What follows belongs to an exercise in optimizing a design on an open flow for small area, a short achievable clock period and few clock cycles per item; a production flow would make more cautious choices. Only the layout flow was run in this run; the RTL was not checked for function there.

<file path="design/flow/flow/run.sh">
#!/bin/bash
# Own layout flow: the standard ORFS flow, except that
#  - synthesis maps the combinational logic with the ABC script in
#    flow/abc.script instead of ORFS's, and
#  - repair_timing aims for the setup margin in flow/margin.txt (ns below the
#    12 ns clock), so that the design is sized for a shorter achieved period.
# The clock period, SDC and everything else are the standard flow's.
set -euo pipefail
W=$PWD
MARGIN=$(cat "$W/flow/margin.txt")
cat > "$W/own_synth.tcl" <<EOF2
proc abc {args} {
  set i [lsearch -exact \$args -script]
  if {\$i >= 0} { set args [lreplace \$args [expr {\$i + 1}] [expr {\$i + 1}] $W/flow/abc.script] }
  puts "own_synth: abc with \$args"
  yosys abc {*}\$args
}
source $W/synth_recipe.tcl
EOF2
sed "s#SYNTH_SCRIPT=[^ ]*#SYNTH_SCRIPT=$W/own_synth.tcl#" standard.sh > own_standard.sh
grep -q "own_synth.tcl" own_standard.sh
bash own_standard.sh SETUP_SLACK_MARGIN=$MARGIN finish > "$W/flow_make.log" 2>&1
</file>
<file path="design/flow/flow/abc.script">
&get -n
&st
&dch
&nf
&put
</file>
<file path="design/flow/flow/margin.txt">
8.0
</file>
<file path="design/flow/standard.sh">
#!/bin/bash
# synth_recipe.tcl (not shown) runs the flow's synth.tcl, then flattens the netlist and writes it again
# the make line also repeats each setting of config.mk as NAME=value (left out here)
make -C /OpenROAD-flow-scripts/flow DESIGN_CONFIG=/design/flow/config.mk WORK_HOME=/design/flow/orfs CLKGATE_MAP_FILE= SYNTH_SCRIPT=/design/flow/synth_recipe.tcl "${@:-finish}"
</file>
<file path="design/flow/config.mk">
export PLATFORM = sky130hd
export DESIGN_NAME = aes_cell
export DESIGN_NICKNAME = aes_cell
export VERILOG_FILES = /design/flow/design.v
export SDC_FILE = /design/flow/constraint.sdc
export NUM_CORES = 8
export LEC_CHECK = 0
export CAP_MARGIN = 20
export CORE_MARGIN = 2
export CORE_UTILIZATION = 40
export PLACE_DENSITY = 0.6
export SLEW_MARGIN = 20
</file>
<file path="design/flow/constraint.sdc">
create_clock -name core_clock -period 12.0 [get_ports {clk}]
set_input_delay 2.4000 -clock core_clock [delete_from_list [all_inputs] [get_ports {clk}]]
set_output_delay 2.4000 -clock core_clock [all_outputs]
set_load 0.01 [all_outputs]
</file>
<file path="design/flow/design.v">
module aes_sbox_a (
    input  wire [7:0]  a,
    output wire [17:0] m      
);
    wire U0, U1, U2, U3, U4, U5, U6, U7;
    wire T1, T2, T3, T4, T5, T6, T7, T8, T9, T10, T11, T12, T13, T14, T15, T16, T17, T18, T19, T20, T21, T22, T23, T24, T25, T26, T27, M1, M2, M3, M4, M5, M6, M7, M8, M9, M10, M11, M12, M13, M14, M15, M16, M17, M18, M19, M20, M21, M22, M23, M24, M25, M26, M27, M28, M29, M30, M31, M32, M33, M34, M35, M36, M37, M38, M39, M40, M41, M42, M43, M44, M45, M46, M47, M48, M49, M50, M51, M52, M53, M54, M55, M56, M57, M58, M59, M60, M61, M62, M63;
    assign {U0, U1, U2, U3, U4, U5, U6, U7} = a;
    assign T1 = U0 ^ U3;
    assign T2 = U0 ^ U5;
    assign T3 = U0 ^ U6;
    assign T4 = U3 ^ U5;
    assign T5 = U4 ^ U6;
    assign T6 = T1 ^ T5;
    assign T7 = U1 ^ U2;
    assign T8 = U7 ^ T6;
    assign T9 = U7 ^ T7;
    assign T10 = T6 ^ T7;
    assign T11 = U1 ^ U5;
    assign T12 = U2 ^ U5;
    assign T13 = T3 ^ T4;
    assign T14 = T6 ^ T11;
    assign T15 = T5 ^ T11;
    assign T16 = T5 ^ T12;
    assign T17 = T9 ^ T16;
    assign T18 = U3 ^ U7;
    assign T19 = T7 ^ T18;
    assign T20 = T1 ^ T19;
    assign T21 = U6 ^ U7;
    assign T22 = T7 ^ T21;
    assign T23 = T2 ^ T22;
    assign T24 = T2 ^ T10;
    assign T25 = T20 ^ T17;
    assign T26 = T3 ^ T16;
    assign T27 = T1 ^ T12;
    assign M1 = T13 & T6;
    assign M2 = T23 & T8;
    assign M3 = T14 ^ M1;
    assign M4 = T19 & U7;
    assign M5 = M4 ^ M1;
    assign M6 = T3 & T16;
    assign M7 = T22 & T9;
    assign M8 = T26 ^ M6;
    assign M9 = T20 & T17;
    assign M10 = M9 ^ M6;
    assign M11 = T1 & T15;
    assign M12 = T4 & T27;
    assign M13 = M12 ^ M11;
    assign M14 = T2 & T10;
    assign M15 = M14 ^ M11;
    assign M16 = M3 ^ M2;
    assign M17 = M5 ^ T24;
    assign M18 = M8 ^ M7;
    assign M19 = M10 ^ M15;
    assign M20 = M16 ^ M13;
    assign M21 = M17 ^ M15;
    assign M22 = M18 ^ M13;
    assign M23 = M19 ^ T25;
    assign M24 = M22 ^ M23;
    assign M25 = M22 & M20;
    assign M26 = M21 ^ M25;
    assign M27 = M20 ^ M21;
    assign M28 = M23 ^ M25;
    assign M29 = M28 & M27;
    assign M30 = M26 & M24;
    assign M31 = M20 & M23;
    assign M32 = M27 & M31;
    assign M33 = M27 ^ M25;
    assign M34 = M21 & M22;
    assign M35 = M24 & M34;
    assign M36 = M24 ^ M25;
    assign M37 = M21 ^ M29;
    assign M38 = M32 ^ M33;
    assign M39 = M23 ^ M30;
    assign M40 = M35 ^ M36;
    assign M41 = M38 ^ M40;
    assign M42 = M37 ^ M39;
    assign M43 = M37 ^ M38;
    assign M44 = M39 ^ M40;
    assign M45 = M42 ^ M41;
    assign M46 = M44 & T6;
    assign M47 = M40 & T8;
    assign M48 = M39 & U7;
    assign M49 = M43 & T16;
    assign M50 = M38 & T9;
    assign M51 = M37 & T17;
    assign M52 = M42 & T15;
    assign M53 = M45 & T27;
    assign M54 = M41 & T10;
    assign M55 = M44 & T13;
    assign M56 = M40 & T23;
    assign M57 = M39 & T19;
    assign M58 = M43 & T3;
    assign M59 = M38 & T22;
    assign M60 = M37 & T20;
    assign M61 = M42 & T1;
    assign M62 = M45 & T4;
    assign M63 = M41 & T2;
    assign m = {M46, M47, M48, M49, M50, M51, M52, M53, M54, M55, M56, M57, M58, M59, M60, M61, M62, M63};
endmodule
module aes_sbox_b (
    input  wire [17:0] m,
    output wire [7:0]  ye
);
    wire M46, M47, M48, M49, M50, M51, M52, M53, M54, M55, M56, M57, M58, M59, M60, M61, M62, M63;
    assign {M46, M47, M48, M49, M50, M51, M52, M53, M54, M55, M56, M57, M58, M59, M60, M61, M62, M63} = m;
    wire L0, L1, L2, L3, L4, L5, L6, L7, L8, L9, L10, L11, L12, L13, L14, L15, L16, L17, L18, L19, L20, L21, L22, L23, L24, L25, L26, L27, L28, L29, S0, S1, S2, S3, S4, S5, S6, S7;
    assign L0 = M61 ^ M62;
    assign L1 = M50 ^ M56;
    assign L2 = M46 ^ M48;
    assign L3 = M47 ^ M55;
    assign L4 = M54 ^ M58;
    assign L5 = M49 ^ M61;
    assign L6 = M62 ^ L5;
    assign L7 = M46 ^ L3;
    assign L8 = M51 ^ M59;
    assign L9 = M52 ^ M53;
    assign L10 = M53 ^ L4;
    assign L11 = M60 ^ L2;
    assign L12 = M48 ^ M51;
    assign L13 = M50 ^ L0;
    assign L14 = M52 ^ M61;
    assign L15 = M55 ^ L1;
    assign L16 = M56 ^ L0;
    assign L17 = M57 ^ L1;
    assign L18 = M58 ^ L8;
    assign L19 = M63 ^ L4;
    assign L20 = L0 ^ L1;
    assign L21 = L1 ^ L7;
    assign L22 = L3 ^ L12;
    assign L23 = L18 ^ L2;
    assign L24 = L15 ^ L9;
    assign L25 = L6 ^ L10;
    assign L26 = L7 ^ L9;
    assign L27 = L8 ^ L10;
    assign L28 = L11 ^ L14;
    assign L29 = L11 ^ L17;
    assign S0 = L6 ^ L24;
    assign S1 = ~(L16 ^ L26);
    assign S2 = ~(L19 ^ L28);
    assign S3 = L6 ^ L21;
    assign S4 = L20 ^ L22;
    assign S5 = L25 ^ L29;
    assign S6 = ~(L13 ^ L27);
    assign S7 = ~(L6 ^ L23);
    assign ye = {S0, S1, S2, S3, S4, S5, S6, S7};
endmodule
module aes_sbox_bd (
    input  wire [17:0] m,
    output wire [7:0]  ye,
    output wire [7:0]  yd
);
    wire M46, M47, M48, M49, M50, M51, M52, M53, M54, M55, M56, M57, M58, M59, M60, M61, M62, M63;
    assign {M46, M47, M48, M49, M50, M51, M52, M53, M54, M55, M56, M57, M58, M59, M60, M61, M62, M63} = m;
    wire L0, L1, L2, L3, L4, L5, L6, L7, L8, L9, L10, L11, L12, L13, L14, L15, L16, L17, L18, L19, L20, L21, L22, L23, L24, L25, L26, L27, L28, L29, S0, S1, S2, S3, S4, S5, S6, S7;
    assign L0 = M61 ^ M62;
    assign L1 = M50 ^ M56;
    assign L2 = M46 ^ M48;
    assign L3 = M47 ^ M55;
    assign L4 = M54 ^ M58;
    assign L5 = M49 ^ M61;
    assign L6 = M62 ^ L5;
    assign L7 = M46 ^ L3;
    assign L8 = M51 ^ M59;
    assign L9 = M52 ^ M53;
    assign L10 = M53 ^ L4;
    assign L11 = M60 ^ L2;
    assign L12 = M48 ^ M51;
    assign L13 = M50 ^ L0;
    assign L14 = M52 ^ M61;
    assign L15 = M55 ^ L1;
    assign L16 = M56 ^ L0;
    assign L17 = M57 ^ L1;
    assign L18 = M58 ^ L8;
    assign L19 = M63 ^ L4;
    assign L20 = L0 ^ L1;
    assign L21 = L1 ^ L7;
    assign L22 = L3 ^ L12;
    assign L23 = L18 ^ L2;
    assign L24 = L15 ^ L9;
    assign L25 = L6 ^ L10;
    assign L26 = L7 ^ L9;
    assign L27 = L8 ^ L10;
    assign L28 = L11 ^ L14;
    assign L29 = L11 ^ L17;
    assign S0 = L6 ^ L24;
    assign S1 = ~(L16 ^ L26);
    assign S2 = ~(L19 ^ L28);
    assign S3 = L6 ^ L21;
    assign S4 = L20 ^ L22;
    assign S5 = L25 ^ L29;
    assign S6 = ~(L13 ^ L27);
    assign S7 = ~(L6 ^ L23);
    assign ye = {S0, S1, S2, S3, S4, S5, S6, S7};
    assign yd[7] = M49 ^ M51 ^ M52 ^ M54 ^ M58 ^ M59 ^ M61 ^ M62;
    assign yd[6] = M47 ^ M48 ^ M49 ^ M50 ^ M52 ^ M54 ^ M55 ^ M56 ^ M59 ^ M60 ^ M61 ^ M63;
    assign yd[5] = M47 ^ M48 ^ M49 ^ M50 ^ M52 ^ M54 ^ M56 ^ M57 ^ M58 ^ M60 ^ M61 ^ M62;
    assign yd[4] = M46 ^ M48 ^ M52 ^ M54 ^ M58 ^ M59 ^ M61 ^ M62;
    assign yd[3] = M46 ^ M48 ^ M50 ^ M51 ^ M52 ^ M53 ^ M56 ^ M57 ^ M58 ^ M59 ^ M61 ^ M63;
    assign yd[2] = M46 ^ M47 ^ M50 ^ M51 ^ M52 ^ M54 ^ M58 ^ M59 ^ M61 ^ M62;
    assign yd[1] = M49 ^ M50 ^ M52 ^ M53 ^ M58 ^ M59 ^ M61 ^ M62;
    assign yd[0] = M55 ^ M57 ^ M61 ^ M63;
endmodule
module aes_ain (
    input  wire [7:0] a,
    output wire [7:0] y
);
    assign y[7] = a[6] ^ a[4] ^ a[1];
    assign y[6] = a[5] ^ a[3] ^ a[0];
    assign y[5] = a[7] ^ a[4] ^ a[2];
    assign y[4] = a[6] ^ a[3] ^ a[1];
    assign y[3] = a[5] ^ a[2] ^ a[0];
    assign y[2] = ~(a[7] ^ a[4] ^ a[1]);
    assign y[1] = a[6] ^ a[3] ^ a[0];
    assign y[0] = ~(a[7] ^ a[5] ^ a[2]);
endmodule
module aes_mc (input wire [31:0] a, output wire [31:0] y);
    wire t0, t1, t2, t3, t4, t5, t6, t7, t8, t9, t10, t11, t12, t13, t14, t15, t16, t17, t18, t19, t20, t21, t22, t23, t24, t25, t26, t27, t28, t29, t30, t31, t32, t33, t34, t35, t36, t37, t38, t39, t40, t41, t42, t43, t44, t45, t46, t47, t48, t49, t50, t51, t52, t53, t54, t55, t56, t57, t58, t59, t60, t61, t62, t63, t64, t65, t66, t67, t68, t69, t70, t71, t72, t73, t74, t75, t76, t77, t78, t79, t80, t81, t82, t83, t84, t85, t86, t87, t88, t89, t90, t91, t92, t93, t94, t95, t96, t97, t98, t99, t100, t101, t102, t103, t104, t105, t106, t107;
    assign t0 = a[31] ^ a[7];
    assign t1 = a[15] ^ a[23];
    assign t2 = a[15] ^ a[7];
    assign t3 = a[23] ^ a[31];
    assign t4 = a[16] ^ a[24];
    assign t5 = a[17] ^ a[25];
    assign t6 = a[10] ^ a[18];
    assign t7 = a[11] ^ a[19];
    assign t8 = a[2] ^ a[26];
    assign t9 = a[12] ^ a[20];
    assign t10 = a[27] ^ a[3];
    assign t11 = a[13] ^ a[21];
    assign t12 = a[28] ^ a[4];
    assign t13 = a[14] ^ a[22];
    assign t14 = a[29] ^ a[5];
    assign t15 = a[30] ^ a[6];
    assign t16 = a[0] ^ a[8];
    assign t17 = a[1] ^ a[9];
    assign t18 = a[8] ^ t0;
    assign t19 = t4 ^ t18;
    assign t20 = a[0] ^ a[24];
    assign t21 = a[9] ^ t0;
    assign t22 = t20 ^ t5;
    assign t23 = t21 ^ t22;
    assign t24 = a[1] ^ a[25];
    assign t25 = a[26] ^ t24;
    assign t26 = t6 ^ t25;
    assign t27 = a[27] ^ t0;
    assign t28 = t7 ^ t8;
    assign t29 = t27 ^ t28;
    assign t30 = a[28] ^ t0;
    assign t31 = t10 ^ t9;
    assign t32 = t30 ^ t31;
    assign t33 = a[29] ^ t11;
    assign t34 = t12 ^ t33;
    assign t35 = a[30] ^ t13;
    assign t36 = t14 ^ t35;
    assign t37 = a[31] ^ t1;
    assign t38 = t15 ^ t37;
    assign t39 = a[0] ^ t2;
    assign t40 = t4 ^ t39;
    assign t41 = a[1] ^ t16;
    assign t42 = t2 ^ t5;
    assign t43 = t41 ^ t42;
    assign t44 = a[18] ^ t17;
    assign t45 = t8 ^ t44;
    assign t46 = a[10] ^ a[19];
    assign t47 = a[2] ^ t10;
    assign t48 = t2 ^ t46;
    assign t49 = t47 ^ t48;
    assign t50 = a[11] ^ a[20];
    assign t51 = a[3] ^ t12;
    assign t52 = t2 ^ t50;
    assign t53 = t51 ^ t52;
    assign t54 = a[12] ^ a[21];
    assign t55 = a[4] ^ t14;
    assign t56 = t54 ^ t55;
    assign t57 = a[13] ^ a[22];
    assign t58 = a[5] ^ t15;
    assign t59 = t57 ^ t58;
    assign t60 = a[14] ^ a[23];
    assign t61 = a[6] ^ t0;
    assign t62 = t60 ^ t61;
    assign t63 = a[24] ^ t1;
    assign t64 = t16 ^ t63;
    assign t65 = a[16] ^ a[25];
    assign t66 = a[8] ^ t1;
    assign t67 = t17 ^ t65;
    assign t68 = t66 ^ t67;
    assign t69 = a[10] ^ a[17];
    assign t70 = a[9] ^ t69;
    assign t71 = t8 ^ t70;
    assign t72 = a[11] ^ t1;
    assign t73 = t10 ^ t6;
    assign t74 = t72 ^ t73;
    assign t75 = a[12] ^ t1;
    assign t76 = t12 ^ t7;
    assign t77 = t75 ^ t76;
    assign t78 = a[13] ^ t14;
    assign t79 = t9 ^ t78;
    assign t80 = a[14] ^ t11;
    assign t81 = t15 ^ t80;
    assign t82 = a[15] ^ t0;
    assign t83 = t13 ^ t82;
    assign t84 = a[16] ^ t16;
    assign t85 = t3 ^ t84;
    assign t86 = a[17] ^ t17;
    assign t87 = t3 ^ t4;
    assign t88 = t86 ^ t87;
    assign t89 = a[2] ^ t5;
    assign t90 = t6 ^ t89;
    assign t91 = a[18] ^ a[26];
    assign t92 = a[3] ^ t3;
    assign t93 = t7 ^ t91;
    assign t94 = t92 ^ t93;
    assign t95 = a[19] ^ a[27];
    assign t96 = a[4] ^ t3;
    assign t97 = t9 ^ t95;
    assign t98 = t96 ^ t97;
    assign t99 = a[20] ^ a[28];
    assign t100 = a[5] ^ t11;
    assign t101 = t99 ^ t100;
    assign t102 = a[21] ^ a[29];
    assign t103 = a[6] ^ t102;
    assign t104 = t13 ^ t103;
    assign t105 = a[22] ^ a[30];
    assign t106 = a[7] ^ t1;
    assign t107 = t105 ^ t106;
    assign y[0] = t19;
    assign y[1] = t23;
    assign y[2] = t26;
    assign y[3] = t29;
    assign y[4] = t32;
    assign y[5] = t34;
    assign y[6] = t36;
    assign y[7] = t38;
    assign y[8] = t40;
    assign y[9] = t43;
    assign y[10] = t45;
    assign y[11] = t49;
    assign y[12] = t53;
    assign y[13] = t56;
    assign y[14] = t59;
    assign y[15] = t62;
    assign y[16] = t64;
    assign y[17] = t68;
    assign y[18] = t71;
    assign y[19] = t74;
    assign y[20] = t77;
    assign y[21] = t79;
    assign y[22] = t81;
    assign y[23] = t83;
    assign y[24] = t85;
    assign y[25] = t88;
    assign y[26] = t90;
    assign y[27] = t94;
    assign y[28] = t98;
    assign y[29] = t101;
    assign y[30] = t104;
    assign y[31] = t107;
endmodule
module aes_imc_ain (input wire [31:0] a, output wire [31:0] y);
    wire t0, t1, t2, t3, t4, t5, t6, t7, t8, t9, t10, t11, t12, t13, t14, t15, t16, t17, t18, t19, t20, t21, t22, t23, t24, t25, t26, t27, t28, t29, t30, t31, t32, t33, t34, t35, t36, t37, t38, t39, t40, t41, t42, t43, t44, t45, t46, t47, t48, t49, t50, t51, t52, t53, t54, t55, t56, t57, t58, t59, t60, t61, t62, t63, t64, t65, t66, t67, t68, t69, t70, t71, t72, t73, t74, t75, t76, t77, t78, t79, t80, t81, t82, t83, t84, t85, t86, t87, t88, t89, t90, t91, t92, t93, t94, t95, t96, t97, t98, t99, t100, t101, t102, t103, t104, t105, t106, t107, t108, t109, t110, t111, t112, t113, t114, t115, t116, t117, t118, t119, t120, t121, t122, t123, t124, t125, t126, t127, t128, t129, t130, t131, t132, t133, t134, t135, t136, t137, t138, t139, t140, t141, t142, t143, t144, t145, t146, t147, t148, t149, t150, t151, t152, t153, t154, t155, t156, t157, t158, t159, t160, t161, t162, t163, t164, t165, t166, t167, t168, t169, t170, t171, t172, t173, t174, t175, t176, t177, t178, t179, t180, t181, t182, t183, t184, t185, t186, t187, t188, t189, t190, t191, t192, t193, t194, t195, t196, t197, t198, t199, t200, t201, t202, t203, t204, t205, t206, t207, t208, t209, t210, t211, t212, t213, t214, t215, t216, t217, t218, t219, t220, t221, t222, t223, t224, t225, t226, t227, t228, t229, t230, t231, t232, t233;
    assign t0 = a[2] ^ a[5];
    assign t1 = a[26] ^ a[29];
    assign t2 = a[18] ^ a[21];
    assign t3 = a[10] ^ a[13];
    assign t4 = a[15] ^ a[31];
    assign t5 = a[3] ^ a[6];
    assign t6 = a[27] ^ a[30];
    assign t7 = a[19] ^ a[22];
    assign t8 = a[23] ^ a[7];
    assign t9 = a[11] ^ a[14];
    assign t10 = a[16] ^ a[20];
    assign t11 = a[0] ^ a[4];
    assign t12 = a[24] ^ a[28];
    assign t13 = a[12] ^ a[8];
    assign t14 = a[1] ^ t0;
    assign t15 = a[25] ^ t1;
    assign t16 = a[9] ^ t3;
    assign t17 = a[17] ^ t2;
    assign t18 = t4 ^ t5;
    assign t19 = t6 ^ t8;
    assign t20 = t11 ^ t7;
    assign t21 = t12 ^ t9;
    assign t22 = a[12] ^ t14;
    assign t23 = a[20] ^ t16;
    assign t24 = t10 ^ t17;
    assign t25 = a[25] ^ a[30];
    assign t26 = a[17] ^ a[22];
    assign t27 = t11 ^ t6;
    assign t28 = t20 ^ t4;
    assign t29 = t21 ^ t8;
    assign t30 = a[1] ^ a[6];
    assign t31 = a[11] ^ t13;
    assign t32 = t13 ^ t5;
    assign t33 = a[4] ^ t15;
    assign t34 = a[9] ^ t2;
    assign t35 = t7 ^ t9;
    assign t36 = a[14] ^ t12;
    assign t37 = a[0] ^ a[19];
    assign t38 = a[13] ^ a[29];
    assign t39 = t10 ^ t18;
    assign t40 = a[14] ^ a[3];
    assign t41 = t1 ^ t26;
    assign t42 = a[23] ^ a[24];
    assign t43 = a[25] ^ a[8];
    assign t44 = t43 ^ t5;
    assign t45 = t14 ^ t44;
    assign t46 = t1 ^ t10;
    assign t47 = t16 ^ t27;
    assign t48 = a[1] ^ a[28];
    assign t49 = t3 ^ t9;
    assign t50 = a[21] ^ a[5];
    assign t51 = a[27] ^ a[8];
    assign t52 = a[22] ^ a[6];
    assign t53 = t0 ^ t25;
    assign t54 = a[0] ^ a[31];
    assign t55 = a[15] ^ a[16];
    assign t56 = a[16] ^ a[9];
    assign t57 = t17 ^ t32;
    assign t58 = a[5] ^ t13;
    assign t59 = a[6] ^ t19;
    assign t60 = t12 ^ t7;
    assign t61 = a[23] ^ t25;
    assign t62 = t37 ^ t38;
    assign t63 = t61 ^ t62;
    assign t64 = t22 ^ t39;
    assign t65 = t63 ^ t64;
    assign t66 = a[20] ^ a[30];
    assign t67 = t11 ^ t40;
    assign t68 = t66 ^ t14;
    assign t69 = t41 ^ t67;
    assign t70 = t68 ^ t69;
    assign t71 = t2 ^ t42;
    assign t72 = t14 ^ t18;
    assign t73 = t27 ^ t71;
    assign t74 = t72 ^ t73;
    assign t75 = a[31] ^ a[7];
    assign t76 = t12 ^ t75;
    assign t77 = t20 ^ t76;
    assign t78 = t45 ^ t77;
    assign t79 = a[4] ^ a[9];
    assign t80 = t79 ^ t8;
    assign t81 = t46 ^ t80;
    assign t82 = t45 ^ t81;
    assign t83 = a[16] ^ a[2];
    assign t84 = a[3] ^ a[31];
    assign t85 = t83 ^ t84;
    assign t86 = t41 ^ t85;
    assign t87 = t47 ^ t86;
    assign t88 = a[22] ^ a[29];
    assign t89 = t11 ^ t48;
    assign t90 = t5 ^ t88;
    assign t91 = t17 ^ t19;
    assign t92 = t49 ^ t89;
    assign t93 = t90 ^ t91;
    assign t94 = t92 ^ t93;
    assign t95 = a[18] ^ a[29];
    assign t96 = a[30] ^ t95;
    assign t97 = t96 ^ t22;
    assign t98 = t28 ^ t29;
    assign t99 = t97 ^ t98;
    assign t100 = a[31] ^ t30;
    assign t101 = t50 ^ t51;
    assign t102 = t100 ^ t101;
    assign t103 = t102 ^ t23;
    assign t104 = t29 ^ t103;
    assign t105 = a[28] ^ t52;
    assign t106 = t105 ^ t16;
    assign t107 = t31 ^ t53;
    assign t108 = t106 ^ t107;
    assign t109 = t1 ^ t54;
    assign t110 = t8 ^ t9;
    assign t111 = t109 ^ t110;
    assign t112 = t16 ^ t32;
    assign t113 = t111 ^ t112;
    assign t114 = a[1] ^ a[7];
    assign t115 = t114 ^ t13;
    assign t116 = t55 ^ t9;
    assign t117 = t115 ^ t116;
    assign t118 = t117 ^ t47;
    assign t119 = a[12] ^ a[17];
    assign t120 = t119 ^ t3;
    assign t121 = t4 ^ t56;
    assign t122 = t120 ^ t121;
    assign t123 = t14 ^ t21;
    assign t124 = t122 ^ t123;
    assign t125 = a[10] ^ a[11];
    assign t126 = a[24] ^ a[7];
    assign t127 = t125 ^ t126;
    assign t128 = t127 ^ t53;
    assign t129 = t128 ^ t57;
    assign t130 = a[30] ^ t18;
    assign t131 = t34 ^ t35;
    assign t132 = t58 ^ t130;
    assign t133 = t131 ^ t33;
    assign t134 = t132 ^ t133;
    assign t135 = a[26] ^ t58;
    assign t136 = t135 ^ t23;
    assign t137 = t28 ^ t59;
    assign t138 = t136 ^ t137;
    assign t139 = a[28] ^ a[7];
    assign t140 = t139 ^ t38;
    assign t141 = t40 ^ t56;
    assign t142 = t140 ^ t141;
    assign t143 = t17 ^ t142;
    assign t144 = t28 ^ t143;
    assign t145 = a[14] ^ a[19];
    assign t146 = a[30] ^ a[4];
    assign t147 = t145 ^ t146;
    assign t148 = t3 ^ t30;
    assign t149 = t147 ^ t148;
    assign t150 = t149 ^ t24;
    assign t151 = a[7] ^ a[8];
    assign t152 = t0 ^ t10;
    assign t153 = t151 ^ t4;
    assign t154 = t152 ^ t153;
    assign t155 = t17 ^ t35;
    assign t156 = t154 ^ t155;
    assign t157 = a[15] ^ a[9];
    assign t158 = t10 ^ t157;
    assign t159 = t42 ^ t7;
    assign t160 = t158 ^ t159;
    assign t161 = t160 ^ t57;
    assign t162 = a[17] ^ a[20];
    assign t163 = a[24] ^ a[25];
    assign t164 = t162 ^ t163;
    assign t165 = t2 ^ t8;
    assign t166 = t16 ^ t164;
    assign t167 = t165 ^ t20;
    assign t168 = t166 ^ t167;
    assign t169 = a[15] ^ a[18];
    assign t170 = t10 ^ t169;
    assign t171 = t30 ^ t37;
    assign t172 = t15 ^ t170;
    assign t173 = t171 ^ t49;
    assign t174 = t172 ^ t173;
    assign t175 = a[13] ^ a[17];
    assign t176 = t175 ^ t35;
    assign t177 = t46 ^ t176;
    assign t178 = t22 ^ t59;
    assign t179 = t177 ^ t178;
    assign t180 = a[13] ^ a[14];
    assign t181 = a[2] ^ a[28];
    assign t182 = t13 ^ t180;
    assign t183 = t181 ^ t18;
    assign t184 = t182 ^ t19;
    assign t185 = t183 ^ t184;
    assign t186 = t24 ^ t185;
    assign t187 = a[15] ^ a[24];
    assign t188 = t187 ^ t26;
    assign t189 = t50 ^ t188;
    assign t190 = t19 ^ t31;
    assign t191 = t189 ^ t190;
    assign t192 = t33 ^ t191;
    assign t193 = a[12] ^ a[27];
    assign t194 = t193 ^ t52;
    assign t195 = t15 ^ t194;
    assign t196 = t34 ^ t36;
    assign t197 = t195 ^ t196;
    assign t198 = t3 ^ t55;
    assign t199 = t15 ^ t19;
    assign t200 = t198 ^ t60;
    assign t201 = t199 ^ t200;
    assign t202 = a[17] ^ a[23];
    assign t203 = t10 ^ t202;
    assign t204 = t54 ^ t6;
    assign t205 = t15 ^ t203;
    assign t206 = t204 ^ t21;
    assign t207 = t205 ^ t206;
    assign t208 = a[0] ^ a[17];
    assign t209 = t13 ^ t2;
    assign t210 = t208 ^ t4;
    assign t211 = t48 ^ t6;
    assign t212 = t15 ^ t209;
    assign t213 = t210 ^ t211;
    assign t214 = t212 ^ t213;
    assign t215 = a[14] ^ a[23];
    assign t216 = a[26] ^ a[9];
    assign t217 = t2 ^ t215;
    assign t218 = t216 ^ t51;
    assign t219 = t14 ^ t217;
    assign t220 = t218 ^ t60;
    assign t221 = t219 ^ t220;
    assign t222 = a[21] ^ a[25];
    assign t223 = t0 ^ t222;
    assign t224 = t6 ^ t7;
    assign t225 = t18 ^ t223;
    assign t226 = t224 ^ t36;
    assign t227 = t225 ^ t226;
    assign t228 = t23 ^ t227;
    assign t229 = a[10] ^ a[21];
    assign t230 = a[22] ^ t229;
    assign t231 = t230 ^ t29;
    assign t232 = t33 ^ t39;
    assign t233 = t231 ^ t232;
    assign y[0] = ~t65;
    assign y[1] = t70;
    assign y[2] = ~t74;
    assign y[3] = t78;
    assign y[4] = t82;
    assign y[5] = t87;
    assign y[6] = t94;
    assign y[7] = t99;
    assign y[8] = ~t104;
    assign y[9] = t108;
    assign y[10] = ~t113;
    assign y[11] = t118;
    assign y[12] = t124;
    assign y[13] = t129;
    assign y[14] = t134;
    assign y[15] = t138;
    assign y[16] = ~t144;
    assign y[17] = t150;
    assign y[18] = ~t156;
    assign y[19] = t161;
    assign y[20] = t168;
    assign y[21] = t174;
    assign y[22] = t179;
    assign y[23] = t186;
    assign y[24] = ~t192;
    assign y[25] = t197;
    assign y[26] = ~t201;
    assign y[27] = t207;
    assign y[28] = t214;
    assign y[29] = t221;
    assign y[30] = t228;
    assign y[31] = t233;
endmodule
module aes_sbox_bk (
    input  wire [17:0] m,      
    input  wire [7:0]  k,
    output wire [7:0]  ye,
    output wire [7:0]  ydk
);
    wire M46, M47, M48, M49, M50, M51, M52, M53, M54, M55, M56, M57, M58, M59, M60, M61, M62, M63;
    assign {M46, M47, M48, M49, M50, M51, M52, M53, M54, M55, M56, M57, M58, M59, M60, M61, M62, M63} = m;
    wire L0, L1, L2, L3, L4, L5, L6, L7, L8, L9, L10, L11, L12, L13, L14, L15, L16, L17, L18, L19, L20, L21, L22, L23, L24, L25, L26, L27, L28, L29, S0, S1, S2, S3, S4, S5, S6, S7;
    assign L0 = M61 ^ M62;
    assign L1 = M50 ^ M56;
    assign L2 = M46 ^ M48;
    assign L3 = M47 ^ M55;
    assign L4 = M54 ^ M58;
    assign L5 = M49 ^ M61;
    assign L6 = M62 ^ L5;
    assign L7 = M46 ^ L3;
    assign L8 = M51 ^ M59;
    assign L9 = M52 ^ M53;
    assign L10 = M53 ^ L4;
    assign L11 = M60 ^ L2;
    assign L12 = M48 ^ M51;
    assign L13 = M50 ^ L0;
    assign L14 = M52 ^ M61;
    assign L15 = M55 ^ L1;
    assign L16 = M56 ^ L0;
    assign L17 = M57 ^ L1;
    assign L18 = M58 ^ L8;
    assign L19 = M63 ^ L4;
    assign L20 = L0 ^ L1;
    assign L21 = L1 ^ L7;
    assign L22 = L3 ^ L12;
    assign L23 = L18 ^ L2;
    assign L24 = L15 ^ L9;
    assign L25 = L6 ^ L10;
    assign L26 = L7 ^ L9;
    assign L27 = L8 ^ L10;
    assign L28 = L11 ^ L14;
    assign L29 = L11 ^ L17;
    assign S0 = L6 ^ L24;
    assign S1 = ~(L16 ^ L26);
    assign S2 = ~(L19 ^ L28);
    assign S3 = L6 ^ L21;
    assign S4 = L20 ^ L22;
    assign S5 = L25 ^ L29;
    assign S6 = ~(L13 ^ L27);
    assign S7 = ~(L6 ^ L23);
    assign ye = {S0, S1, S2, S3, S4, S5, S6, S7};
    wire q0, q1, q2, q3, q4, q5, q6, q7, q8, q9, q10, q11, q12, q13, q14, q15, q16, q17, q18, q19, q20, q21, q22, q23, q24, q25, q26, q27, q28, q29, q30, q31, q32, q33, q34, q35, q36, q37, q38, q39, q40, q41, q42, q43, q44, q45, q46;
    assign q0 = M52 ^ M61;
    assign q1 = M58 ^ q0;
    assign q2 = M59 ^ q1;
    assign q3 = M54 ^ M62;
    assign q4 = M47 ^ M50;
    assign q5 = M48 ^ M56;
    assign q6 = M49 ^ q3;
    assign q7 = M55 ^ M63;
    assign q8 = M59 ^ q5;
    assign q9 = M60 ^ q4;
    assign q10 = M46 ^ q3;
    assign q11 = M50 ^ M53;
    assign q12 = k[7] ^ M51;
    assign q13 = q12 ^ q6;
    assign q14 = q13 ^ q2;
    assign q15 = k[6] ^ M49;
    assign q16 = M54 ^ q0;
    assign q17 = q15 ^ q7;
    assign q18 = q16 ^ q17;
    assign q19 = q8 ^ q9;
    assign q20 = q18 ^ q19;
    assign q21 = k[5] ^ M57;
    assign q22 = q21 ^ q5;
    assign q23 = q1 ^ q22;
    assign q24 = q6 ^ q9;
    assign q25 = q23 ^ q24;
    assign q26 = k[4] ^ M48;
    assign q27 = q26 ^ q10;
    assign q28 = q2 ^ q27;
    assign q29 = k[3] ^ M46;
    assign q30 = M51 ^ M57;
    assign q31 = M63 ^ q11;
    assign q32 = q29 ^ q30;
    assign q33 = q1 ^ q31;
    assign q34 = q32 ^ q8;
    assign q35 = q33 ^ q34;
    assign q36 = k[2] ^ M51;
    assign q37 = q36 ^ q4;
    assign q38 = q10 ^ q37;
    assign q39 = q2 ^ q38;
    assign q40 = k[1] ^ M49;
    assign q41 = M62 ^ q11;
    assign q42 = q40 ^ q41;
    assign q43 = q2 ^ q42;
    assign q44 = k[0] ^ M57;
    assign q45 = M61 ^ q44;
    assign q46 = q7 ^ q45;
    assign ydk[7] = q14;
    assign ydk[6] = q20;
    assign ydk[5] = q25;
    assign ydk[4] = q28;
    assign ydk[3] = q35;
    assign ydk[2] = q39;
    assign ydk[1] = q43;
    assign ydk[0] = q46;
endmodule
module aes_cell (
    input  wire         clk,
    input  wire         rst,           
    input  wire         in_valid,
    output wire         in_ready,
    input  wire         in_decrypt,    
    input  wire         in_key256,     
    input  wire [255:0] in_key,
    input  wire [127:0] in_block,
    output reg          out_valid,
    output reg  [127:0] out_block
);
    function [7:0] xt;
        input [7:0] a;
        xt = {a[6:0], 1'b0} ^ (a[7] ? 8'h1b : 8'h00);
    endfunction
    function [7:0] xtinv;       
        input [7:0] a;
        xtinv = a[0] ? ({1'b1, a[7:1]} ^ 8'h0d) : {1'b0, a[7:1]};
    endfunction
    function [127:0] shiftrows;
        input [127:0] s;
        integer i;
        begin
            for (i = 0; i < 16; i = i + 1)
                shiftrows[127 - 8 * i -: 8] = s[127 - 8 * ((i % 4) + 4 * (((i / 4) + (i % 4)) % 4)) -: 8];
        end
    endfunction
    function [127:0] invshiftrows;
        input [127:0] s;
        integer i;
        begin
            for (i = 0; i < 16; i = i + 1)
                invshiftrows[127 - 8 * i -: 8] = s[127 - 8 * ((i % 4) + 4 * (((i / 4) + 4 - (i % 4)) % 4)) -: 8];
        end
    endfunction
    reg  [127:0] q_st, q_kt;
    reg  [255:0] q_kw;
    reg  [31:0]  q_ks;
    reg          q_ks1;         
    reg          q_busy, q_dec, q_k256, q_pre, q_par;
    reg          q_done;        
    reg  [3:0]   q_cnt;
    reg  [7:0]   q_rc;
    reg  [1:0]   q_tag;
    reg  [287:0] p_m;           
    reg  [71:0]  p_km;          
    reg  [255:0] p_kw;
    reg          p_busy, p_dec, p_k256, p_pre, p_par, p_done;
    reg          p_last, p_lastpre;    
    reg          p_nxt;                
    reg  [3:0]   p_cnt;
    reg  [7:0]   p_rc;
    reg  [1:0]   p_tag;
    genvar g;
    wire [127:0] x1 = q_st ^ q_kt;
    wire [31:0]  ks1 = q_ks1 ? q_kw[31:0] : q_ks;
    wire [287:0] m1;
    wire [71:0]  km1;
    generate
        for (g = 0; g < 16; g = g + 1) begin : g_s1
            aes_sbox_a u_sa (.a(x1[127 - 8 * g -: 8]), .m(m1[287 - 18 * g -: 18]));
        end
        for (g = 0; g < 4; g = g + 1) begin : g_k1
            aes_sbox_a u_ka (.a(ks1[31 - 8 * g -: 8]), .m(km1[71 - 18 * g -: 18]));
        end
    endgenerate
    always @(posedge clk) begin
        p_m    <= {m1[287:128], (q_pre || q_done) ? q_st : m1[127:0]};
        p_done <= q_done;
        p_last    <= q_last;
        p_lastpre <= (q_cnt == (q_k256 ? 4'd13 : 4'd10));
        p_nxt     <= (q_tag == rd_nx);
        p_km   <= km1;
        p_kw   <= q_kw;
        p_dec  <= q_dec;
        p_k256 <= q_k256;
        p_pre  <= q_pre;
        p_par  <= q_par;
        p_cnt  <= q_cnt;
        p_rc   <= q_rc;
        p_tag  <= q_tag;
    end
    wire [127:0] sbe;           
    wire [127:0] dk;            
    wire [31:0]  ks_sub;
    generate
        for (g = 0; g < 16; g = g + 1) begin : g_s2
            aes_sbox_bk u_sb (.m(p_m[287 - 18 * g -: 18]), .k(p_kw[255 - 8 * g -: 8]),
                              .ye(sbe[127 - 8 * g -: 8]), .ydk(dk[127 - 8 * g -: 8]));
        end
        for (g = 0; g < 4; g = g + 1) begin : g_k2
            aes_sbox_b u_kb (.m(p_km[71 - 18 * g -: 18]), .ye(ks_sub[31 - 8 * g -: 8]));
        end
    endgenerate
    wire [31:0] h0 = p_kw[255:224], h1 = p_kw[223:192], h2 = p_kw[191:160], h3 = p_kw[159:128];
    wire [31:0] l0 = p_kw[127:96],  l1 = p_kw[95:64],   l2 = p_kw[63:32],   l3 = p_kw[31:0];
    wire [31:0] ks_t = p_par ? {ks_sub[23:16] ^ p_rc, ks_sub[15:0], ks_sub[31:24]} : ks_sub;
    wire [31:0] h01 = h0 ^ h1, h012 = h01 ^ h2, h0123 = h012 ^ h3;
    wire [127:0] kf = {h0 ^ ks_t, h01 ^ ks_t, h012 ^ ks_t, h0123 ^ ks_t};
    wire [31:0] b0 = p_k256 ? l0 : h0, b1 = p_k256 ? l1 : h1, b2 = p_k256 ? l2 : h2, b3 = p_k256 ? l3 : h3;
    wire [127:0] kb = {b0 ^ ks_t, b1 ^ b0, b2 ^ b1, b3 ^ b2};
    wire [127:0] mc, dnext_s;
    generate
        for (g = 0; g < 4; g = g + 1) begin : g_mix
            aes_mc      u_mc  (.a(sbe[127 - 32 * g -: 32]), .y(mc[127 - 32 * g -: 32]));
            aes_imc_ain u_imc (.a(dk[127 - 32 * g -: 32]),  .y(dnext_s[127 - 32 * g -: 32]));
        end
    endgenerate
    wire [127:0] dnext = invshiftrows(dnext_s);
    wire [127:0] blk_s = invshiftrows(invshiftrows(p_m[127:0]));
    wire [127:0] blk_a;
    generate
        for (g = 0; g < 16; g = g + 1) begin : g_ain_blk
            aes_ain u_ain (.a(blk_s[127 - 8 * g -: 8]), .y(blk_a[127 - 8 * g -: 8]));
        end
    endgenerate
    wire [127:0] kf_s = invshiftrows(kf);
    wire [127:0] kf_a0;
    generate
        for (g = 0; g < 16; g = g + 1) begin : g_ain
            aes_ain u_ain (.a(kf_s[127 - 8 * g -: 8]), .y(kf_a0[127 - 8 * g -: 8]));
        end
    endgenerate
    wire [127:0] kf_a = kf_a0 ^ {16{8'h05}};
    wire last    = p_last;
    wire lastpre = p_lastpre;
    wire fin     = p_busy && !p_pre && !p_done && last;    
    wire q_last  = (q_cnt == (q_k256 ? 4'd14 : 4'd10));
    reg    rdy;
    assign in_ready = rdy;
    wire   accept   = in_ready && in_valid;
    wire c_pass = !in_ready && p_done;                             
    wire c_hold = !in_ready && !p_done && hold;                    
    wire c_run  = !in_ready && !p_done && !hold;                   
    wire c_pre  = c_run && p_pre && !lastpre;                      
    wire c_last = c_run && p_pre && lastpre;                       
    wire c_dec  = c_run && !p_pre && p_dec;                        
    wire c_enc  = c_run && !p_pre && !p_dec;                       
    wire c_fwd  = c_pre || c_last || c_enc;                        
    always @(posedge clk) begin
        if (in_ready) begin
            q_dec  <= in_decrypt;
            q_k256 <= in_key256;
            q_pre  <= in_decrypt;
            q_par  <= 1'b1;
            q_cnt  <= 4'd1;
            q_rc   <= 8'h01;
            q_tag  <= wr_tag;
            q_done <= 1'b0;
            q_ks1  <= in_key256;
        end else begin
            q_done <= p_done || hold;
            q_dec  <= p_dec;
            q_k256 <= p_k256;
            q_tag  <= p_tag;
            q_cnt  <= c_last ? 4'd1 : p_cnt + 4'd1;
            q_par  <= c_last ? 1'b1 : p_k256 ? !p_par : p_par;
            q_pre  <= p_pre && !c_last;
            q_ks1  <= 1'b0;
            q_rc   <= p_rc;
            if (c_last && !p_k256)                 q_rc <= xtinv(p_rc);
            else if ((c_pre || c_enc) && p_par)    q_rc <= xt(p_rc);
            else if (c_dec && p_par)               q_rc <= xtinv(p_rc);
        end
    end
    wire k_new  = in_ready;
    wire k_fwd  = !in_ready && (p_pre || !p_dec);                   
    wire k_last = !in_ready && p_pre && lastpre;                    
    wire k_dec  = !in_ready && !p_pre && p_dec;                     
    wire k_enc  = !in_ready && !p_pre && !p_dec;                    
    wire [127:0] st_early = in_ready ? shiftrows(in_block) : c_last ? blk_a : p_m[127:0];
    wire [127:0] kh_early = k_new ? in_key[255:128] : (k_fwd && (p_k256 || k_last)) ? p_kw[127:0] : p_kw[255:128];
    wire [127:0] kl_early = k_new ? in_key[127:0] : k_dec ? p_kw[255:128] : p_kw[127:0];
    wire         kh_kf    = k_fwd && !(p_k256 || k_last);        
    wire         kl_kf    = k_fwd;                                
    wire [127:0] kt_early = k_new ? shiftrows(in_key[255:128]) : (k_enc && p_k256) ? shiftrows(p_kw[127:0]) : 128'h0;
    wire         kt_kf    = k_enc && !p_k256;
    wire [31:0]  ks_early = k_new ? in_key[159:128] : k_last ? (p_k256 ? l3 : (h3 ^ h2))
                          : (p_k256 ? (l3 ^ l2) : (h3 ^ h1));
    wire         ks_kf    = k_fwd && !k_last;
    always @(posedge clk) begin
        q_st <= ({128{c_dec}}  & dnext)
              | ({128{c_enc}}  & shiftrows(mc))
              | ({128{c_hold}} & res)
              | ({128{!(c_dec || c_enc || c_hold)}} & st_early);
        q_kw <= {({128{kh_kf}} & kf) | ({128{k_dec}} & kb) | ({128{!(kh_kf || k_dec)}} & kh_early),
                 ({128{kl_kf}} & kf) | ({128{!kl_kf}} & kl_early)};
        q_kt <= ({128{k_last}} & kf_a) | ({128{kt_kf}} & shiftrows(kf)) | ({128{!(k_last || kt_kf)}} & kt_early);
        q_ks <= ({32{ks_kf}} & kf[31:0]) | ({32{!ks_kf}} & ks_early);
    end
    reg  [127:0] rb;
    reg          rb_v;
    reg  [1:0]   rb_tag;
    reg  [1:0]   rd_tag, wr_tag;
    reg  [1:0]   n_open;        
    wire [127:0] ek0     = sbe ^ (p_k256 ? p_kw[127:0] : {h0, h01, h012, h0123});
    wire [127:0] ek      = ek0 ^ ({4{ks_t}} & {128{!p_k256}});
    wire [127:0] res     = p_dec ? dk : ek;
    wire         p_next  = p_nxt;
    wire         byp     = fin && p_next;                       
    wire         from_p  = p_busy && p_done && p_next;          
    wire         from_rb = rb_v && (rb_tag == rd_tag);
    wire         to_rb   = fin && !p_next && !rb_v;
    wire         hold    = fin && !p_next && rb_v;              
    wire         load    = byp || from_p || from_rb;
    wire         p_free  = !p_busy || byp || to_rb || from_p;   
    wire [1:0]   rd_nx   = rd_tag + (load ? 2'd1 : 2'd0);
    wire         rb_v_nx = to_rb || (rb_v && !from_rb);
    wire [1:0]   n_open_nx = n_open + (accept ? 2'd1 : 2'd0) - (load ? 2'd1 : 2'd0);
    wire         q_fin   = q_busy && !q_pre && !q_done && q_last;
    wire         q_free  = !q_busy || (q_fin && (q_tag == rd_nx || !rb_v_nx))
                                   || (q_done && q_tag == rd_nx);
    always @(posedge clk) begin
        out_block <= ({128{byp && !p_dec}} & ek) | ({128{byp && p_dec}} & dk)
                   | ({128{!byp}} & (from_rb ? rb : p_m[127:0]));
        if (to_rb) begin
            rb     <= res;
            rb_tag <= p_tag;
        end
    end
    always @(posedge clk) begin
        if (rst) begin
            q_busy    <= 1'b0;
            p_busy    <= 1'b0;
            rb_v      <= 1'b0;
            rd_tag    <= 2'd0;
            wr_tag    <= 2'd0;
            n_open    <= 2'd0;
            rdy       <= 1'b1;
            out_valid <= 1'b0;
        end else begin
            p_busy    <= q_busy;
            q_busy    <= in_ready ? in_valid : (p_busy && !p_free);
            if (accept) wr_tag <= wr_tag + 2'd1;
            rd_tag    <= rd_nx;
            out_valid <= load;
            n_open    <= n_open_nx;
            rb_v      <= rb_v_nx;
            rdy       <= q_free && (n_open_nx != 2'd3);
        end
    end
endmodule
</file>
==> results.txt <==
- Fin area: ~130000 sq um
- Largest net degree at the start of global routing: ~190
- Relative slew slack: 11.5%
- Core Area: between 200000 and 250000 sq um
- Placed instance count: around 15000
- Via count: between 90000 and 100k
- Total GRT Usage: 43.8%
- Worst endpoint data arrival time: ~4.9 ns
- Worst min-delay path class: flip-flop to flip-flop
- Number of flops mapped to enable cells by yosys: 130
- Die Y: about 500 microns
- Setup WS pre-CTS: 6.44 ns
- TritonCTS clock tree: built
- Syn-to-layout area delta: 25.9%
- Drt first pass iters: 10
- Die ar.: 253000 sq um
- Fillers: around 23000
- Via density: 6.00
- Final worst path period share: 35.0%
- Primary FF master, synth: dfxtp_1
- R2R setup slack: slightly below 8 ns
- Clock Pin Slew Worst Setup and Hold Paths: roughly 0.070 ns
- DRT antenna net count: 0
- Tightest Pin Transition: 1.32 ns
- Starting Density: between 40% and 50%
- IO Pins: 519
- Detailed Place HPWL: roughly 460 mm
- Crit Path Max Fanout: 5
- Initial antenna violation count: 61
- Mean post-synth cell area: 9.04 sq um
- Synth Cell Area: 99700 sq um
- DRC: 0
- Final Net Count: roughly 13000
- Sequential fraction of the synthesis area: between 30% and 40%
- GP Congestion: around 1.1
- Slowest cell on crit path: dfxtp_1
- DP Area: 113000 sq um
- # setup viols final: 0
- Critical path startpoint: p_kw[136]
- Status: timing/DRC/antenna clean
- Synth cell types: about 50
- Minimum clock period: approximately 4.2 ns
- RSZ-0062 raised after global routing: true
- Share of layout cells above drive strength 1: a little over an eighth
- Final Max Slew Viols: 0
- Cells after synthesis: between 10000 and 15000
- Fraction of registers with async set/reset: 0%
- Wire per inst: 36.8 microns
- Required @ worst endpoint: 12.73 ns
- Routed wire length: between 500 and 600 mm
- Vias in the first global route: 87000
- Buffers on Ports: between 500 and 600
- Syn nets: 11500
- Critical Path End: q_st[8]
- Worst R2R End: q_st[8]
- H-tree Lvls: 4
- Max cap viols: 0
- Post-route insts no fill: 15700
- Fin. Hold Viols: 0
- Final setup skew: ~0.057 ns
- DR iter-0 viols: between 15000 and 20000
- GRT overflow: 0
- Yosys reg bits: 1471
- CTS Buffer Depth: 3
- Chip Width: 503 microns
- Setup WS post-layout: between 7 and 8 ns
- Clk sink count: 1471
- Reg-to-reg startpoint: p_kw[136]
- Inserted Clock Buffers: roughly 170
- Crit end category: flip-flop
- Clock latency (worst-skew pair): between 0.8 and 0.9 ns
- Ys Warns: 1
- Register-to-Register Path Depth: 8
- CP cell instances: clkinv_1, xnor2_1, o21ai_2, xor2_1, xnor2_1, o21ai_0, a21oi_1, o21ai_0
- Crit Path Category: flip-flop to flip-flop
- Achievable Freq: 238 MHz
- Max stage delay on crit path: 1.12 ns
- First-pass GRT wire length: about 760 mm
- CTS root buffer: clkbuf_16
- Rows: ~180
- CP startpoint kind: flip-flop
==> synth_stat cells, types with 2 or more instances <==
master | count | area share [%]
a211o_1 | 16 | 0.14
a211oi_1 | 152 | 1.1
a21o_1 | 9 | 0.068
a21oi_1 | 746 | 3.7
a221o_1 | 19 | 0.19
a221oi_1 | 38 | 0.33
a222oi_1 | 126 | 1.3
a22oi_1 | 136 | 1.0
a2bb2oi_1 | 3 | 0.026
a31oi_1 | 12 | 0.075
and2_0 | 23 | 0.14
and3_1 | 5 | 0.031
clkinv_1 | 173 | 0.65
dfxtp_1 | 1341 | 27
edfxtp_1 | 130 | 3.9
ha_1 | 44 | 0.55
mux2_1 | 26 | 0.29
mux2i_1 | 259 | 2.6
nand2_1 | 569 | 2.1
nand2b_1 | 19 | 0.12
nand3_1 | 28 | 0.14
nand4_1 | 4 | 0.025
nor2_1 | 908 | 3.4
nor2b_1 | 64 | 0.40
nor3_1 | 49 | 0.25
o211a_1 | 10 | 0.10
o211ai_1 | 77 | 0.58
o21a_1 | 4 | 0.030
o21ai_0 | 1046 | 5.2
o21bai_1 | 6 | 0.045
o221a_1 | 2 | 0.023
o221ai_1 | 29 | 0.25
o22a_1 | 3 | 0.026
o22ai_1 | 102 | 0.64
o31ai_1 | 94 | 0.71
o32ai_1 | 2 | 0.018
or2_0 | 4 | 0.025
or3_1 | 4 | 0.025
xnor2_1 | 3280 | 29
xnor3_1 | 52 | 1.2
xor2_1 | 1391 | 12
xor3_1 | 17 | 0.41
==> cells in the final DEF, fill, tap and decap left out, types with 92 or more instances in the layout <==
| cell | instances |
|---|---|
| xnor2_2 | 324 |
| nor2_1 | 889 |
| a21oi_1 | 712 |
| dfxtp_2 | 92 |
| o21ai_0 | 918 |
| clkbuf_16 | 179 |
| clkinv_1 | 172 |
| a222oi_1 | 126 |
| clkdlybuf4s50_1 | 388 |
| o22ai_1 | 95 |
| mux2i_1 | 222 |
| a211oi_1 | 152 |
| xor2_1 | 1234 |
| nand2_1 | 560 |
| dfxtp_1 | 1234 |
| dlygate4sd2_1 | 118 |
| a22oi_1 | 128 |
| buf_4 | 472 |
| xor2_2 | 132 |
| o21ai_1 | 110 |
| edfxtp_1 | 130 |
| xnor2_1 | 2903 |
==> through the flow <==
stage               utilization, %  hold WS (ns)  setup TNS [ns]
CTS                           49.3         0.305               0
floorplan                        -         0.310        -1036.67
finish                        50.6         0.298               0
detailed placement            45.6         0.312               0
global placement              45.5         0.310               0
global route                  50.6         0.303               0
==> final cells by class <==
class	instances	area (sq um)	share of cell area, %
Antenna cell	14	35.0	0.0279
Tap cell	3330	4170	3.32
Clock buffer	248	5030	4.01
Timing Repair Buffer	1037	9420	7.51
Inverter	173	662	0.527
Sequential cell	1471	30900	24.6
Multi-Input combinational cell	9389	74300	59.2
Clock inverter	78	958	0.764
==> registers in the layout, indices dropped and copies added, names as in the netlist, 2 cells and up <==
register   count
n_open         2
out_block    128
p_cnt          4
p_km          72
p_kw         256
p_m          288
p_rc           8
p_tag          2
q_cnt          4
q_ks          32
q_kt         128
q_kw         256
q_rc           8
q_st         128
q_tag          2
rb           128
rb_tag         2
rd_tag         2
wr_tag         2
==> cells by family (layout without fill, tap and decap cells) <==
| family | after synthesis | after routing | synth area share [%] |
|---|---|---|---|
| other | 0 | 14 | 0 |
| adders and majority gates | 44 | 44 | 0.552 |
| DFF | 1471 | 1471 | 30.8 |
| AOI/OAI and AO/OA | 2637 | 2637 | 15.7 |
| buffers and inverters | 173 | 1536 | 0.651 |
| muxes | 285 | 285 | 2.89 |
| xor gates and xnor gates | 4740 | 4740 | 42.6 |
| and+or+nand+nor | 1679 | 1683 | 6.74 |
==> worst max-delay path: cells and delay by family (launching register included) <==
family,cells,cell delay [ns]
AOI/OAI and AO/OA,4,1.61
DFF,1,1.12
xor gates and xnor gates,3,1.00
buffers and inverters,1,0.33
==> routing by layer <==
layer  track usage (%)  vias up  wire (microns)
met1              59.7    46300          235000
li1                  -    40200               -
met3              12.0     1244           71400
met4              26.6       42           42900
met5                 0        -             281
met2              60.9     6629          230000
==> what timing repair did <==
| item | in CTS | in global routing |
|---|---|---|
| setup buffers | 38 | 67 |
| cloned | 3 | 3 |
| setup endpoints to repair | 885 | 383 |
| hold buffers | 0 | 0 |
| pin swaps | 22 | 51 |
| gates resized for setup | 682 | 380 |
| hold endpoints to repair | 0 | 0 |
==> worst min path at each step <==
stage,end,from,slack [ns],cells after the start
2_1_floorplan,p_dec,q_dec,0.31,0
3_3_place_gp,p_kw[127],q_kw[127],0.31,0
3_5_place_dp,p_kw[162],q_kw[162],0.31,0
4_1_cts,p_kw[202],q_kw[202],0.31,0
5_1_grt,p_kw[202],q_kw[202],0.30,0
6_report,p_kw[202],q_kw[202],0.30,0

## separate check: timing with driven ports
Ports are ideal in the flow. The routed layout listed here was re-timed in OpenROAD. Step 1: set_driving_cell puts a clkbuf_16 on clk and a buf_2 on each other input, an assumption about the parent block. Step 2, shift: input delay + t, output delay - t, t = (earliest + latest rising clock arrival at the registers) / 2. This alone moves slack from input paths to output paths. Three values: no drivers, after step 1, after step 2; two values: the first two.
t (ns): 0.967
setup slack, ns: 7.803 / 7.803 / 7.186
worst hold slack (ns): 0.298 / 0.298 / 0.298
clock arrival spread, ns: 0.059 / 0.059
slew at the worst register clock pin (ns): 0.07 / 0.07
After both steps setup and hold are still met in this run. The setup slack of this run moves by 0.000 ns with the drivers and by -0.617 ns with both steps.
